Source: an optimization exercise on an open RTL-to-GDS flow (aim: small area, a short achievable clock period and few clock cycles per item). Production flows keep margins and buffers that such runs may drop.
Function was checked by simulation only, so behaviour that the tests miss may differ from the original.
Power and IR drop assume default switching activity.

==> flow/design.v <==
module pr_hash (
    input  wire         clk,
    input  wire         rst,
    input  wire         cfg_we,
    input  wire         cfg_re,
    input  wire [11:0]  cfg_addr,
    input  wire [31:0]  cfg_wdata,
    output reg  [31:0]  cfg_rdata,
    input  wire         req_valid,
    output wire         req_ready,
    input  wire [5:0]   req_group,
    input  wire [767:0] req_nouns,    
    input  wire [31:0]  req_meta,
    output wire         rsp_valid,
    input  wire         rsp_ready,
    output wire [7:0]   rsp_index
);
    localparam [31:0] POLY = 32'h82F6_3B78;
    localparam [1:0] S_IDLE  = 2'd0,
                     S_RUN   = 2'd1,
                     S_DONE  = 2'd2,
                     S_FLUSH = 2'd3;
    localparam [1:0] T_UNUSED = 2'd0,
                     T_SINGLE = 2'd1,
                     T_PAIR   = 2'd2,
                     T_HALVES = 2'd3;
    reg        grp_mode [0:63];
    reg [2:0]  grp_prof [0:63];
    reg [31:0] grp_seed [0:63];
    reg [11:0] prof_ent [0:63];      
    wire       a_grp  = (cfg_addr[11:10] == 2'b00);
    wire       a_prof = (cfg_addr[11:7]  == 5'b10000);
    wire [5:0] a_g    = cfg_addr[9:4];
    wire [2:0] a_q    = cfg_addr[6:4];
    wire [1:0] a_w    = cfg_addr[3:2];
    reg [63:0] seed_v;
    reg [31:0] prof_v;
    integer i;
    always @(posedge clk) begin
        if (rst) begin
            for (i = 0; i < 64; i = i + 1) begin
                grp_mode[i] <= 1'b0;
                grp_prof[i] <= 3'd0;
            end
            seed_v <= 64'd0;
            prof_v <= 32'd0;
        end else if (cfg_we) begin
            if (a_grp && a_w == 2'd0) begin
                grp_mode[a_g] <= cfg_wdata[0];
                grp_prof[a_g] <= cfg_wdata[3:1];
            end
            if (a_grp && a_w == 2'd1)
                seed_v[a_g] <= 1'b1;
            if (a_prof)
                prof_v[{a_q, a_w}] <= 1'b1;
        end
    end
    always @(posedge clk) begin
        if (cfg_we && a_grp && a_w == 2'd1)
            grp_seed[a_g] <= cfg_wdata;
        if (cfg_we && a_prof) begin
            prof_ent[{a_q, a_w, 1'b0}] <= cfg_wdata[11:0];
            prof_ent[{a_q, a_w, 1'b1}] <= cfg_wdata[27:16];
        end
    end
    always @(posedge clk) begin
        if (cfg_re) begin
            cfg_rdata <= 32'd0;
            if (a_grp && a_w == 2'd0)
                cfg_rdata <= {28'd0, grp_prof[a_g], grp_mode[a_g]};
            if (a_grp && a_w == 2'd1)
                cfg_rdata <= grp_seed[a_g] & {32{seed_v[a_g]}};
            if (a_prof)
                cfg_rdata <= {4'd0, prof_ent[{a_q, a_w, 1'b1}],
                              4'd0, prof_ent[{a_q, a_w, 1'b0}]} & {32{prof_v[{a_q, a_w}]}};
        end
    end
    reg [1:0]   state;
    reg [799:0] words_q;             
    reg         mode_q;
    reg [11:0]  ent_q [0:7];
    reg [31:0]  acc_q;               
    reg [2:0]   ent_i;               
    reg         half_q;              
    reg [31:0]  w_q;                 
    reg         wv_q;                
    assign req_ready = (state == S_IDLE);
    assign rsp_valid = (state == S_DONE);
    assign rsp_index = acc_q[31:24] ^ acc_q[23:16] ^ acc_q[15:8] ^ acc_q[7:0];
    function [31:0] slot_word;
        input [799:0] w;
        input [4:0]   s;
        begin
            if (s < 5'd25)
                slot_word = w[32*s +: 32];
            else
                slot_word = 32'd0;
        end
    endfunction
    function [31:0] crc_word;
        input [31:0] c;
        input [31:0] w;
        integer m;
        reg [31:0] r;
        begin
            r = c;
            for (m = 3; m >= 0; m = m - 1)
                r = crc_byte(r, w[8*m +: 8]);
            crc_word = r;
        end
    endfunction
    function [31:0] crc_byte;
        input [31:0] c;
        input [7:0]  d;
        integer k;
        reg [31:0] r;
        begin
            r = c ^ {24'd0, d};
            for (k = 0; k < 8; k = k + 1)
                r = r[0] ? ((r >> 1) ^ POLY) : (r >> 1);
            crc_byte = r;
        end
    endfunction
    wire [11:0] ent   = ent_q[ent_i];
    wire [1:0]  typ   = ent[11:10];
    wire [31:0] w_a   = slot_word(words_q, ent[4:0]);
    wire [31:0] w_b   = slot_word(words_q, ent[9:5]);
    reg [31:0] sym_w;
    always @(*) begin
        case (typ)
            T_SINGLE: sym_w = w_a;
            T_PAIR:   sym_w = w_a ^ w_b;
            T_HALVES: sym_w = {16'd0, w_a[31:16] ^ w_a[15:0]};
            default:  sym_w = 32'd0;
        endcase
    end
    wire [31:0] cur_w   = (typ == T_PAIR && half_q) ? w_b : w_a;
    wire        last_of_entry = (typ != T_PAIR) || half_q;
    wire [31:0] acc_nx  = mode_q ? (acc_q ^ w_q) : crc_word(acc_q, w_q);
    always @(posedge clk) begin
        if (rst) begin
            state <= S_IDLE;
        end else begin
            case (state)
                S_IDLE: begin
                    if (req_valid) begin
                        words_q <= {req_meta, req_nouns};
                        mode_q  <= grp_mode[req_group];
                        acc_q   <= grp_seed[req_group] & {32{seed_v[req_group]}};
                        for (i = 0; i < 8; i = i + 1)
                            ent_q[i] <= prof_ent[{grp_prof[req_group], i[2:0]}]
                                        & {12{prof_v[{grp_prof[req_group], i[2:1]}]}};
                        ent_i   <= 3'd0;
                        half_q  <= 1'b0;
                        wv_q    <= 1'b0;
                        state   <= S_RUN;
                    end
                end
                S_RUN: begin
                    if (wv_q)
                        acc_q <= acc_nx;
                    if (mode_q) begin
                        w_q   <= sym_w;
                        wv_q  <= 1'b1;
                    end else begin
                        w_q   <= cur_w;
                        wv_q  <= (typ != T_UNUSED);
                    end
                    if (mode_q || last_of_entry) begin
                        half_q <= 1'b0;
                        ent_i  <= ent_i + 3'd1;
                        if (ent_i == 3'd7)
                            state <= S_FLUSH;
                    end else begin
                        half_q <= 1'b1;
                    end
                end
                S_FLUSH: begin
                    if (wv_q)
                        acc_q <= acc_nx;
                    wv_q  <= 1'b0;
                    state <= S_DONE;
                end
                S_DONE: begin
                    if (rsp_ready)
                        state <= S_IDLE;
                end
            endcase
        end
    end
endmodule
==> flow/run.sh <==
#!/bin/bash
# synth_recipe.tcl (not shown) runs the flow's synth.tcl, then flattens the netlist and writes it again
# the make line also repeats each setting of config.mk as NAME=value (left out here)
make -C /OpenROAD-flow-scripts/flow DESIGN_CONFIG=/design/flow/config.mk WORK_HOME=/design/flow/orfs CLKGATE_MAP_FILE= SYNTH_SCRIPT=/design/flow/synth_recipe.tcl finish
==> flow/config.mk <==
export PLATFORM = sky130hd
export DESIGN_NAME = pr_hash
export DESIGN_NICKNAME = pr_hash
export VERILOG_FILES = /design/flow/design.v
export SDC_FILE = /design/flow/constraint.sdc
export NUM_CORES = 4
export LEC_CHECK = 0
export CAP_MARGIN = 20
export CORE_MARGIN = 2
export CORE_UTILIZATION = 40
export SETUP_SLACK_MARGIN = 0.4
export SLEW_MARGIN = 20
==> flow/constraint.sdc <==
create_clock -name core_clock -period 8.0 [get_ports {clk}]
set_input_delay 1.6000 -clock core_clock [delete_from_list [all_inputs] [get_ports {clk}]]
set_output_delay 1.6000 -clock core_clock [all_outputs]
set_load 0.01 [all_outputs]
==> metrics.md, run 1 <==
| Metric | Value |
|---|---|
| Outcome | `no timing/DRC/antenna violations` |
| Flop pwr share | `0.248` |
| Chain of cells forming the critical path | `clkdlybuf4s50_1, clkinv_1, nor3_2, buf_12, a22oi_1, a41oi_1, nor4_1, nand3_1, nand3_4, o21ai_0, buf_4` |
| Final Cell Area | `227,500 µm²` |
| Gpl congestion | `0.9943` |
| # Post-CTS Setup Buffers | `0` |
| Post-synth EDFFs | `4,070` |
| Critical path class | `primary input to flip-flop` |
| Die height | `700.1 µm` |
| Main synth FF type | `edfxtp_1` |
| Worst Reg-to-Reg Cells | `15` |
| Cells after synthesis | `12,643` |
| Post-route DRC | `0` |
| Vias in the first global route | `129,092` |
| Yosys top cell area share | `0.6306` |
| RSZ-0062 raised after global routing | `false` |
| Switch Pwr | `39.09 mW` |
| Row count | `255` |
| Top Ports | `898` |
| Post-synth top area cell | `edfxtp_1` |
| Layout Nets | `14,241` |
| Worst-Margin Slew | `1.255 ns` |
| Placed inst area | `212,500 µm²` |
| Largest net degree at the start of global routing | `186` |
| Global route hottest layer | `met2` |
| Syn_nets | `13,513` |
| Netlist Area Pre-Place | `193,800 µm²` |
| Slowest stage cell on the critical path | `clkdlybuf4s50_1` |
| Final setup vio count | `0` |
| FFs w/ async S/R, synth | `0` |
| Max_slew headroom | `0.1634` |
| Commonest non-fill, non-tap cell in the layout | `edfxtp_1` |
| Clock latency at the later pin of the worst-skew pair | `1.09 ns` |
| Crit path DAT | `7.24 ns` |
| Avg Cell Area, Syn | `15.33 µm²` |
| Delay of the slowest critical-path stage | `0.97 ns` |
| Crit. End Element | `flip-flop` |
| Drt first-iter violations | `24,635` |
| Grt met1 use | `0.4133` |
| GR Util met3 | `0.09646` |
| Setup Skew | `0.1558 ns` |
| Switch share | `0.3854` |
| Vias | `136,534` |
| Global-route wire length before repair | `1,058,000 µm` |
| Fmax | `156.7 MHz` |
| Sink Count | `4,168` |
| Die Wd | `700.1 µm` |
| CTS resizes | `0` |
| Clock Power Share | `0.209` |
| Flop and latch count out of synthesis | `4,168` |
| Final hold violations | `0` |
| Share of layout cells above drive strength 1 | `0.1852` |
| Port Buffers | `895` |
| Initial antenna violation count | `164` |
| Setup TNS Final | `0 ns` |
| Register area share after synthesis | `0.6408` |
| Die area | `490,100 µm²` |
| Static Leak | `73.54 nW` |
| Total gr overflow | `0` |
| Clock-pin slew on the worst setup and hold paths | `0.07 ns` |
| Max cap viols | `0` |
| Htree depth | `5` |
| WHS Path Cells | `2` |
| Initial core utilization | `0.4017` |
| CTS root buf | `clkbuf_16` |
| Min Tclk post-route | `6.381 ns` |
| Final HPWL DP | `491,900 µm` |
| Final period utilization | `0.7977` |
| DR pass1 iterations | `11` |
| Post-DR vias/cell | `6.730` |
| Total Routing Usage GR | `0.3070` |
| CP required | `8.86 ns` |
| Fin. max-slew vios | `0` |
| Area Growth Syn to Fin | `17.40%` |
| Routed len/inst | `38.31 µm` |
| CTS tree | `yes` |
| CTS buffer count | `435` |
| Cts hold-fix bufs | `0` |
| Synth unique cells | `68` |
| Gate power share | `0.544` |
| Core area | `482,400 µm²` |
| Pwr/cell area | `445.9 nW/µm²` |
| Final WL | `777,200 µm` |
| Peak supply drop | `3.524 mV` |
| Top post-synthesis cells by area | `edfxtp_1, mux4_2, a22oi_1` |
| DRT antenna net count | `0` |
| CTS Buffer Depth | `4` |
| Most frequent cells in the layout | `edfxtp_1, nand2_1, mux4_2` |
| Hold WC Path Type | `flip-flop to flip-flop` |
| Synth warn | `2` |
| CP Launch Type | `primary input` |
| Pint | `62.35 mW` |
| Max Fanout on Critical Path | `48` |
| Met2 GRT Util | `0.4470` |
==> power by group through the flow <==
stage | Combinational [mW] | Clock [mW] | Sequential, mW
after global placement | 54.5 | 0 | 25.6
after global routing | 55.3 | 22.1 | 25.1
after CTS | 55.1 | 21.3 | 25.1
after floorplan | 52.5 | 0 | 25.8
final | 55.1 | 21.2 | 25.1
after detailed placement | 55.0 | 0 | 25.6
==> through the flow <==
| stage | power, mW | instances | setup WS (ns) | utilization | hold slack, ns |
|---|---|---|---|---|---|
| 6_report | 101.4 | 20286 | 1.619 | 0.4716 | 0.4994 |
| 5_1_grt | 102.5 | 20244 | 1.592 | 0.4714 | 0.5158 |
| 3_5_place_dp | 80.62 | 19357 | 0.9987 | 0.4405 | 0.4818 |
| 3_3_place_gp | 80.04 | 19356 | 1.014 | 0.4405 | 0.4678 |
| 2_1_floorplan | 78.30 | 12643 | -22.56 | - | 0.4479 |
| 4_1_cts | 101.5 | 20152 | 1.818 | 0.4708 | 0.4928 |
==> Yosys cell counts, types with 47 or more instances <==
cell      instances
edfxtp_1       4070
nor2_1          379
xnor3_1          50
nor4_1           47
nand2_1        1583
a21oi_1         234
and3_1          463
a311oi_1        131
mux2i_1         161
a21o_1           81
xor2_1           77
a41oi_1         130
o211ai_1         50
xnor2_1         255
buf_1           275
a22oi_1        1033
dfxtp_1          98
a221oi_1        143
a22o_1          144
nand4_1          68
a31oi_1         248
clkbuf_1        814
nand3_1         433
mux4_2         1171
o21ai_0          93
==> final cells by class <==
| class | count | area, µm² |
|---|---|---|
| Timing Repair Buffer | 1384 | 13630 |
| Clock inverter | 275 | 3276 |
| Fill cell | 41344 | 254900 |
| Tap cell | 6425 | 8039 |
| Antenna cell | 132 | 330.3 |
| Clock buffer | 520 | 11350 |
| Inverter | 10 | 37.54 |
| Sequential cell | 4168 | 124200 |
| Multi-Input combinational cell | 7372 | 66670 |
==> registers in the layout (all words and copies together) (netlist names) <==
register	cells
prof_v	32
grp_seed	2048
grp_mode	64
ent_q	96
seed_v	64
w_q	32
prof_ent	768
words_q	800
state	2
grp_prof	192
mode_q	1
half_q	1
ent_i	3
acc_q	32
wv_q	1
cfg_rdata	32
==> kinds of logic (layout without fill, tap and decap cells) <==
group | after synthesis | count (layout) | share of synthesized area
compound gates | 2504 | 2504 | 0.09593
buf+inv | 1103 | 2189 | 0.02139
other cells | 0 | 132 | 0
xor+xnor | 412 | 412 | 0.02409
flops | 4168 | 4168 | 0.6408
fa+ha+maj | 14 | 14 | 0.0009039
mux | 1345 | 1345 | 0.1452
simple gates | 3097 | 3097 | 0.07176
==> routing by layer <==
metal | vias up | routed length [µm]
met5 | - | 540
met3 | 1874 | 111200
met4 | 80 | 45900
li1 | 53308 | -
met1 | 70293 | 282900
met2 | 10979 | 336600
==> critical path, delay by kind of cell <==
| family | cells | cell delay [ns] |
|---|---|---|
| compound gates | 3 | 1.38 |
| buf+inv | 4 | 2.21 |
| simple gates | 4 | 1.90 |
==> path summary, 6_finish.rpt <==
kind | from | to | slack (ns)
min reg2reg | seed_v[29] | seed_v[29] | 0.50
max | cfg_addr[4] | cfg_rdata[8] | 1.62
max reg2reg | ent_i[0] | w_q[5] | 1.66
min | seed_v[29] | seed_v[29] | 0.50
Testbench counts, summed over its fixed seeds: cycles 19,439, items 1,536.
==> run 2, diff against run 1 <==
--- a/flow/config.mk
+++ b/flow/config.mk
@@ -8,5 +8,5 @@
 export CAP_MARGIN = 20
 export CORE_MARGIN = 2
 export CORE_UTILIZATION = 40
-export SETUP_SLACK_MARGIN = 0.4
+export SETUP_SLACK_MARGIN = 2.5
 export SLEW_MARGIN = 20
==> metrics.md, run 2 <==
| Metric | Value |
|---|---|
| Syn_nets | `13,513 (unchanged)` |
| Total power | `109.0 mW (+7.4%)` |
| Total gr overflow | `0 (unchanged)` |
| Peak supply drop | `3.632 mV (+3.1%)` |
| Vias in the first global route | `128,766 (-0.25%)` |
| Worst Reg-to-Reg Cells | `13 (-2)` |
| Critical path class | `flip-flop to flip-flop` |
| CTS tree | `yes` |
| Met2 GRT Util | `0.4397 (-0.007346)` |
| Cts hold-fix bufs | `0 (unchanged)` |
| Commonest non-fill, non-tap cell in the layout | `edfxtp_1` |
| Outcome | `no timing/DRC/antenna violations` |
| Hold WC Path Type | `flip-flop to flip-flop` |
| Post-DR vias/cell | `6.715 (-0.24%)` |
| Pwr/cell area | `478.2 nW/µm² (+7.3%)` |
| Mux cell area share after synthesis | `0.1452 (unchanged)` |
| Post-synth top area cell | `edfxtp_1` |
| CTS root buf | `clkbuf_16` |
| FFs w/ async S/R, synth | `0 (unchanged)` |
| Total Routing Usage GR | `0.3060 (-0.0009909)` |
| Final Cell Area | `227,800 µm² (+0.14%)` |
| Yosys top cell area share | `0.6306 (unchanged)` |
| Area Growth Syn to Fin | `17.57%` |
| Die height | `700.1 µm (unchanged)` |
| Max cap viols | `0 (unchanged)` |
| Clock-pin slew on the worst setup and hold paths | `0.07 ns (about the same)` |
| Pint | `65.26 mW (+4.7%)` |
| Gpl congestion | `0.9828 (-1.2%)` |
| Post-Synth Simple-Gate Area | `0.07176 (unchanged)` |
| Final hold violations | `0 (unchanged)` |
| Flop and latch count out of synthesis | `4,168 (unchanged)` |
| Post-route DRC | `0 (unchanged)` |
| Top Ports | `898 (unchanged)` |
| Layout Nets | `14,275 (+0.24%)` |
| Largest net degree at the start of global routing | `164 (-12%)` |
| WHS Path Cells | `2 (unchanged)` |
| Gate power share | `0.582 (+0.038)` |
| Min Tclk post-route | `5.544 ns (-0.8375 ns)` |
| Initial core utilization | `0.4017 (unchanged)` |
| Top post-synthesis cells by area | `edfxtp_1, mux4_2, a22oi_1` |
| Clock Power Share | `0.187 (-0.022)` |
| Worst-Margin Slew | `1.221 ns (-0.03344 ns)` |
| Row count | `255 (unchanged)` |
| Initial antenna violation count | `174 (+6.1%)` |
| Register area share after synthesis | `0.6408 (unchanged)` |
| Avg Cell Area, Syn | `15.33 µm² (unchanged)` |
| Die Wd | `700.1 µm (unchanged)` |
| DRT antenna net count | `0 (unchanged)` |
| Port Buffers | `895 (unchanged)` |
| R2r endpoint | `w_q[3]` |
| Post-Synth XOR/XNOR Area | `0.02409 (unchanged)` |
| CTS Buffer Depth | `4 (unchanged)` |
| Crit path DAT | `6.31 ns (-0.93 ns)` |
| Final HPWL DP | `492,600 µm (+0.14%)` |
| Most numerous cell in the Yosys netlist | `edfxtp_1` |
| Global-route wire length before repair | `1,055,000 µm (-0.29%)` |
| Synth unique cells | `68 (unchanged)` |
| Max_slew headroom | `0.1857 (+0.02229)` |
| Clock latency at the later pin of the worst-skew pair | `1.08 ns (about the same)` |
| Htree depth | `5 (unchanged)` |
| Worst Hold Launch | `seed_v[10]` |
| Crit. End Element | `flip-flop` |
| Setup slack, reg-to-reg | `2.46 ns (+0.80 ns)` |
| Fmax | `180.4 MHz (+15%)` |
| Max Fanout on Critical Path | `64 (+33%)` |
| Fin. max-slew vios | `0 (unchanged)` |
| Largest regs | `grp_seed x2048, words_q x800, prof_ent x768` |
| Switch share | `0.4010 (+0.01568)` |
| Cells after synthesis | `12,643 (unchanged)` |
| Main combinational cell family by area after synthesis | `multiplexers` |
| Most frequent cells in the layout | `edfxtp_1, nand2_1, mux4_2` |
| Register name with the most flops | `grp_seed` |
| CP Launch Type | `flip-flop` |
| Top cells by count, synth | `edfxtp_1, nand2_1, mux4_2, a22oi_1, clkbuf_1` |
| GR Util met3 | `0.1023 (+0.005846)` |
| CTS buffer count | `442 (+1.6%)` |
| Setup TNS Final | `0 ns (unchanged)` |
| Drt first-iter violations | `24,810 (+0.71%)` |
| Post-synth EDFFs | `4,070 (unchanged)` |
| Grt met1 use | `0.4114 (-0.001829)` |
| Worst r2r src | `ent_i[0]` |
| Final period utilization | `0.6930 (-0.1047)` |
| Static Leak | `73.57 nW (about the same)` |
| Worst hold slack | `0.4952 ns (-0.004264 ns)` |
| Sink Count | `4,168 (unchanged)` |
| Main synth FF type | `edfxtp_1` |
| Worst hold endpoint | `seed_v[10]` |
| Setup Skew | `0.1525 ns (-0.003292 ns)` |
| Vias | `136,501 (-0.024%)` |
| Die area | `490,100 µm² (unchanged)` |
| Post-Synth Adder-Cell Area | `0.0009039 (unchanged)` |
| Routed len/inst | `38.26 µm (-0.13%)` |
| Share of layout cells above drive strength 1 | `0.1902 (+0.004923)` |
| Synth Area in Compound Gates | `0.09593 (unchanged)` |
| Final WL | `777,800 µm (about the same)` |
| Netlist Area Pre-Place | `193,800 µm² (unchanged)` |
| Synth warn | `2 (unchanged)` |
| Final setup vio count | `0 (unchanged)` |
| Largest register FFs | `2,048 (unchanged)` |
| DR pass1 iterations | `9 (-2)` |
| Flop pwr share | `0.231 (-0.017)` |
| RSZ-0062 raised after global routing | `false` |
| Global route hottest layer | `met2` |
| Core area | `482,400 µm² (unchanged)` |
| CP required | `8.76 ns (-0.10 ns)` |
| Switch Pwr | `43.69 mW (+12%)` |
| Placed inst area | `212,300 µm² (about the same)` |
## run 2: routing by layer
| metal | share of wire | routed length, µm | vias up |
|---|---|---|---|
| met5 | 0.00065 | 503 | - |
| met4 | 0.062 | 47990 | 84 |
| met3 | 0.15 | 113000 | 1901 |
| met2 | 0.43 | 332600 | 11020 |
| met1 | 0.36 | 283800 | 70130 |
| li1 | - | - | 53366 |
## run 2: worst max-delay path by stage
stage                    end  slack [ns]  cells after the start   startpoint
2_1_floorplan    ent_q[0][0]      -22.56                      3          rst
3_3_place_gp   cfg_rdata[19]        1.48                      8  cfg_addr[6]
3_5_place_dp   cfg_rdata[19]        1.48                      8  cfg_addr[6]
4_1_cts               w_q[3]        2.45                     15     ent_i[0]
5_1_grt               w_q[5]        2.47                     15     ent_i[0]
6_report              w_q[3]        2.46                     13     ent_i[0]
## run 2: power by group through the flow
stage | sequential, mW | clock, mW | combinational (mW)
2_1_floorplan | 25.8 | 0 | 52.5
3_3_place_gp | 25.6 | 0 | 54.5
3_5_place_dp | 25.6 | 0 | 54.6
4_1_cts | 25.1 | 20.5 | 57.2
5_1_grt | 25.1 | 21.3 | 63.6
6_report | 25.2 | 20.4 | 63.4
## run 2: cells by family (layout without fill, tap and decap cells)
kind of cell,Yosys count,in the layout
flip-flops,4168,4168
AND/OR/NAND/NOR,3097,3097
AO/OA/AOI/OAI,2504,2508
multiplexers,1345,1345
buffers and inverters,1103,2224
XOR/XNOR,412,412
adder cells (fa/ha/maj),14,14
other,0,136
## run 2: layout make-up
cell class | count | area, µm²
fill | 41224 | 254600
sequential | 4168 | 124200
multi-input combinational | 7376 | 67330
timing repair buffer | 1407 | 13870
clock buffer | 559 | 11700
tap | 6425 | 8039
clock inverter | 248 | 2337
antenna | 136 | 340.3
inverter | 10 | 37.54
## run 2: critical path: stages (launching register included)
cell and delay (ns):
edfxtp_1 0.47, ha_1 0.47, buf_4 0.31, a222oi_1 0.62
nand2b_1 0.42, a31o_4 0.50, buf_12 0.39, nand3_1 0.21
a31oi_1 0.47, a31oi_1 0.19, o221ai_2 0.49, xnor2_1 0.18
a22oi_1 0.09, o221ai_1 0.38
## run 2: timing repair
item	CTS	global route
hold endpoints to repair	0	0
setup buffers	14	19
setup endpoints to repair	51	51
gates resized for setup	47	63
cloned	3	3
pin swaps	6	6
## run 2: metrics by stage
stage | worst slack (ns) | util | instances
floorplan | -22.56 | - | 12643
global placement | 1.481 | 0.4401 | 19340
detailed placement | 1.476 | 0.4402 | 19344
CTS | 2.446 | 0.4702 | 20168
global route | 2.474 | 0.4721 | 20286
finish | 2.456 | 0.4723 | 20329

-- afterwards: timing with drivers on the ports --
The results above use ideal ports. As a check the final layouts listed here were re-extracted and re-timed, cells and wires unchanged.
Step 1 assumes that a clkbuf_16 drives the clock port and a buf_2 every other input.
Step 2 also shifts input and output timing later by t, the mid clock arrival at the registers, as if the neighbouring blocks saw the same clock.
Three values: no drivers, after step 1, after step 2; two values: the first two.
| run | t, ns | slack for setup (ns) | clock arrival spread, ns | worst data-port slew with drivers (ns) |
|---|---|---|---|---|
| run 1 | 1.127 | 1.619 / 1.600 / 0.473 | 0.166 / 0.166 | 0.41 |
| run 2 | 1.127 | 2.456 / 2.456 / 1.364 | 0.167 / 0.167 | 0.34 |
After both steps setup and hold are still met in every run listed. For run 1, which loses most, drivers alone change the setup slack by -0.019 ns; drivers and shift together by -1.146 ns.
